Background: an optimization exercise with open tools, aiming at small area, a short achievable clock period and few clock cycles. Do not read the settings as production practice. In this exercise RTL edits were held to simulation tests only and were not proved equivalent to the original.

File: flow/config.mk
export PLATFORM = sky130hd
export DESIGN_NAME = fs_surplus
export DESIGN_NICKNAME = fs_surplus
export VERILOG_FILES = /design/flow/design.v
export SDC_FILE = /design/flow/constraint.sdc
export NUM_CORES = 4
export LEC_CHECK = 0
export CAP_MARGIN = 20
export CORE_MARGIN = 2
export CORE_UTILIZATION = 40
export PLACE_DENSITY = 0.6
export SLEW_MARGIN = 20
File: flow/constraint.sdc
create_clock -name core_clock -period 16.0 [get_ports {clk}]
set_input_delay 3.2000 -clock core_clock [delete_from_list [all_inputs] [get_ports {clk}]]
set_output_delay 3.2000 -clock core_clock [all_outputs]
set_load 0.01 [all_outputs]
File: flow/design.v
module fs_secded_dec (
    input  wire [87:0] group_in,
    output reg  [79:0] data_out,    
    output reg         corrected,   
    output reg         uncorr       
);
    integer d, c;
    reg [6:0] syn;
    reg       par;
    function [6:0] pos_of_data;
        input integer i;
        integer q, n;
        begin
            pos_of_data = 7'd0;
            n = 0;
            for (q = 1; q <= 87; q = q + 1) begin
                if ((q & (q - 1)) != 0) begin
                    if (n == i) pos_of_data = q[6:0];
                    n = n + 1;
                end
            end
        end
    endfunction
    always @* begin
        syn = 7'd0;
        for (d = 0; d < 80; d = d + 1)
            if (group_in[d]) syn = syn ^ pos_of_data(d);
        for (c = 0; c < 7; c = c + 1)
            if (group_in[80 + c]) syn = syn ^ (7'd1 << c);
        par = ^group_in;
        data_out  = group_in[79:0];
        corrected = 1'b0;
        uncorr    = 1'b0;
        if (syn == 7'd0) begin
            if (par) corrected = 1'b1;           
        end else if (!par || syn > 7'd87) begin
            uncorr = 1'b1;
        end else begin
            corrected = 1'b1;
            for (d = 0; d < 80; d = d + 1)
                if (pos_of_data(d) == syn) data_out[d] = ~group_in[d];
        end
    end
endmodule
module fs_secded_enc (
    input  wire [79:0] data_in,
    output reg  [87:0] group_out
);
    integer p, d, c;
    reg [6:0] pos;
    reg [6:0] chk;
    always @* begin
        chk = 7'd0;
        d = 0;
        for (p = 1; p <= 87; p = p + 1) begin
            if ((p & (p - 1)) != 0) begin
                pos = p[6:0];
                if (data_in[d]) chk = chk ^ pos;
                d = d + 1;
            end
        end
        group_out[79:0]  = data_in;
        group_out[86:80] = chk;
        group_out[87]    = ^{chk, data_in};
    end
endmodule
module fs_age_word (
    input  wire [19:0] word_in,
    input  wire [1:0]  op,
    input  wire [1:0]  k,
    input  wire        tick32,     
    input  wire        tick1920,   
    output reg  [19:0] word_out
);
    wire [4:0] step   = word_in[9:5];
    wire [1:0] age    = word_in[2:1];
    wire       active = word_in[0];
    reg        inc;
    reg [5:0]  step1;
    reg [5:0]  count;
    always @* begin
        word_out = word_in;
        inc   = 1'b0;
        step1 = {1'b0, step} + 6'd1;
        count = (age == 2'd0) ? 6'd16 : 6'd30;
        if (!active) begin
            if (op == 2'd2) begin
                word_out[2:1] = (k > age) ? k : age;
                word_out[9:5] = 5'd0;
            end else if (op == 2'd1) begin
                case (age)
                    2'd0: inc = 1'b1;
                    2'd1: inc = tick32;
                    2'd2: inc = tick1920;
                    default: inc = 1'b0;
                endcase
                if (inc) begin
                    if (step1 >= count) begin
                        word_out[2:1] = age + 2'd1;
                        word_out[9:5] = 5'd0;
                    end else begin
                        word_out[9:5] = step1[4:0];
                    end
                end
            end
        end
    end
endmodule
module fs_surplus (
    input  wire        clk,
    input  wire        rst_n,
    input  wire        in_valid,
    output wire        in_ready,
    input  wire [1:0]  in_op,
    input  wire [1:0]  in_k,
    input  wire [31:0] in_tick,
    input  wire [87:0] in_group,
    output reg         out_valid,
    output reg         out_write,
    output reg  [1:0]  out_status,
    output reg  [87:0] out_group
);
    assign in_ready = rst_n;
    wire [79:0] data;
    wire        corrected;
    wire        uncorr;
    fs_secded_dec u_dec (
        .group_in (in_group),
        .data_out (data),
        .corrected(corrected),
        .uncorr   (uncorr)
    );
    wire tick32   = (in_tick % 32'd32) == 32'd0;
    wire tick1920 = (in_tick % 32'd1920) == 32'd0;
    wire [79:0] aged;
    genvar lane;
    generate
        for (lane = 0; lane < 4; lane = lane + 1) begin : g_lane
            fs_age_word u_age (
                .word_in (data[20*lane +: 20]),
                .op      (in_op),
                .k       (in_k),
                .tick32  (tick32),
                .tick1920(tick1920),
                .word_out(aged[20*lane +: 20])
            );
        end
    endgenerate
    wire [87:0] enc;
    fs_secded_enc u_enc (
        .data_in  (aged),
        .group_out(enc)
    );
    always @(posedge clk) begin
        if (!rst_n) begin
            out_valid <= 1'b0;
        end else begin
            out_valid <= in_valid;
        end
        if (in_valid) begin
            if (uncorr) begin
                out_write  <= 1'b0;
                out_status <= 2'd2;
                out_group  <= in_group;
            end else begin
                out_write  <= corrected || (aged != data);
                out_status <= corrected ? 2'd1 : 2'd0;
                out_group  <= enc;
            end
        end
    end
endmodule
File: flow/run.sh
#!/bin/bash
# synth_recipe.tcl (not shown) runs the flow's synth.tcl, then flattens the netlist and writes it again
# the make line also repeats each setting of config.mk as NAME=value (left out here)
make -C /OpenROAD-flow-scripts/flow DESIGN_CONFIG=/design/flow/config.mk WORK_HOME=/design/flow/orfs CLKGATE_MAP_FILE= SYNTH_SCRIPT=/design/flow/synth_recipe.tcl finish
==> run notes <==
cell families (layout without fill, tap and decap cells):
family	after synthesis	in the layout	synth area share, %
simple gates	493	493	16.9
xor+xnor	452	452	29.9
compound gates	408	408	22.1
buf+inv	160	390	4.67
flops	92	92	19.7
fa+ha+maj	47	47	4.15
mux	34	34	2.71
other cells	0	1	0
worst min path at each step:
stage	from	endpoint	slack, ns	cells past startpoint
2_1_floorplan	in_valid	out_group[0]	3.31	0
3_3_place_gp	in_valid	out_group[15]	3.68	1
3_5_place_dp	in_valid	out_group[14]	3.68	1
4_1_cts	in_valid	out_group[14]	3.30	1
5_1_grt	in_valid	out_group[15]	3.30	1
6_report	in_valid	out_group[14]	3.29	1
metal layers:
metal  GRT usage [%]  vias to the layer above  share of wire, %
met5               0                        -                 0
met3            3.87                       60               6.1
met2            44.9                      538                46
met1            39.2                     6567                46
met4            7.10                        0               2.2
li1                -                     6481                 -
registers in the layout (all words and copies together) (netlist names):
signal and count:
out_valid 1, out_write 1, out_group 88, out_status 2
critical path, delay by kind of cell:
family	cells	cell delay [ns]
AOI/OAI and AO/OA	27	7.25
xor gates and xnor gates	6	1.86
buffers and inverters	5	1.22
and+or+nand+nor	4	1.07
muxes	4	0.99
layout make-up:
| type | instances | area, um2 | share of cell area (%) |
|---|---|---|---|
| multi-input combinational | 1434 | 10800 | 61.8 |
| sequential | 92 | 2750 | 15.8 |
| timing repair buffer | 269 | 2580 | 14.8 |
| tap | 455 | 569 | 3.27 |
| inverter | 105 | 394 | 2.26 |
| clock buffer | 9 | 225 | 1.29 |
| clock inverter | 7 | 120 | 0.690 |
| antenna | 1 | 2.50 | 0.0144 |
metrics by stage:
| step | setup WS, ns | util [%] | cell area (um2) |
|---|---|---|---|
| floorplan | 1.44 | - | 14000 |
| global placement | 0.110 | 48.8 | 16800 |
| detailed placement | -0.175 | 48.8 | 16800 |
| CTS | 0.145 | 49.8 | 17200 |
| global route | -0.0616 | 50.4 | 17400 |
| finish | 0.620 | 50.4 | 17400 |
timing repair:
item / in CTS / in global routing
buffers inserted: 0 / 5
setup endpoints to repair: 0 / 9
resized for setup: 0 / 38
placed cells by master, fill, tap and decap left out, types with 7 or more instances in the layout:
cell type,n
a211oi_1,18
xnor2_1,332
xor2_1,101
nor4_1,10
ha_1,44
clkbuf_16,9
nor2b_1,9
mux2i_1,12
and3_1,12
buf_4,50
nand4_1,8
nand3_1,55
o21ai_0,48
o21ai_1,12
nand2_1,154
a31oi_1,15
a221oi_1,7
nand2b_1,8
mux2_2,15
nor2_1,137
o22ai_1,12
o221ai_1,8
clkdlybuf4s50_1,215
o31ai_1,9
inv_1,103
xnor3_1,15
edfxtp_1,91
nor3_1,34
a211o_1,8
o21a_1,10
a21oi_1,86
a21o_1,14
o211ai_1,11
and2_1,18
==> impl_metrics.toml <==
[grt]
first_global_vias = 12875
track_usage_pct = 27.9
antenna_found_initial = 2
grt_max_degree = 63
grt_pass1_wl_um = 77600
grt-ovfl-total = 0

[placed_design]
hpwl_um = 42700
placed_cells = 2350
gp_congestion = 0.977
io_buffers = 219

[routing]
drt_iter0_markers = 1047
drt-pass1-iter-count = 5
wl_um = 51900
route.detailed.drc = 0
vias = 13646
wl_per_cell_um = 21.9
antenna_left = 0
vias_per_cell = 5.75

[yosys]
yosysSeqAreaShare_pct = 19.7
synth_seq_cells = 92
synth_edf_count = 91
synth_nets = 1857
synth_cells = 1686
synth-main-ff-cell = "edfxtp_1"
async_reset_ff_share_pct = 0
yosys-top-cells-count = "334 x xnor2_1, 154 x nand2_1, 138 x nor2_1"
yosys.area.top_type = "xnor2_1"
synth.top_cell.area_share_pct = 20.9
yosysMostFrequentCell = "xnor2_1"
synthTopCellsByArea = "xnor2_1 21%, edfxtp_1 20%, xor2_1 6.3%"
syn_area_mm2 = 0.0140
yosysUniqueCellTypes = 119
synth_area_per_cell_um2 = 8.31
yosysWarnings = 4

[final_layout]
instances_no_fill = 2372
syn_to_final_growth_pct = 24.4
final_nets = 2082
fill_cells = 3341
drive_above_1_share_pct = 9.08

[clock_tree]
cts-root-buf = "clkbuf_16"
cts_made_buffers = 9
clk_path_buf_depth = 2
cts_tree = "built"
clk_pin_slew_ns = 0.07
numClockSinks = 92
htree_levels = 3
cts_hold_buf = 0

[sta]
finalSetupViolCount = 0
drv_slew = 0
tns_ns = 0
finalCriticalPeriod_ns = 15.38
slew_headroom_pct = 33.0
holdWs_ns = 3.29
worst_pin_slew_ns = 0.998
final.period_utilization_pct = 96.1
timing.fmax_mhz = 65.0
hold_violations = 0

[min_path]
min_path_type = "input pin to flop"

[job]
cap_viol_max_count = 0

[setup_path]
path_class = "input pin to flop"
setup.worst_path.start = "in_tick[31]"
crit_required_ns = 16.22
cp.arrival_ns = 15.60
critPathLaunchType = "input pin"
slowest_stage = "clkdlybuf4s50_1"
worstPathMaxFanout = 11
crit_path_end = "out_group[87]"
max_stage_delay_ns = 0.51
end_kind = "flop"

[floorplan]
die_area_mm2 = 0.0365
pin_count = 220
core_mm2 = 0.0345
die_w_um = 191
die_h_um = 191
start_util_pct = 40.5
row_count = 68

[status]
status = "no timing/DRC/antenna violations"
Testbench counts, summed over its fixed seeds: cycles 24,008.

## separate check: timing with driven ports
In the flow no input, the clock included, has a driving cell. The finished layout below was timed again as built, in two steps. Step 1 sets driving cells, clkbuf_16 on the clock port and buf_2 on the other inputs (assumed; they add their load-dependent delay and slew). Step 2 moves the port delays by t, midway between the first and last clock arrival at a register: inputs arrive t later, outputs are due t later. That takes back most of the time a late clock gives input paths. Three values: ideal, step 1, step 2; two values: the first two.
t (ns): 0.421
setup WS [ns]: 0.620 / 0.649 / 0.227
worst setup path after step 2: input to register
After both steps setup and hold are still met in this run. For this run, drivers alone change the setup slack by +0.029 ns; drivers and shift together by -0.393 ns.
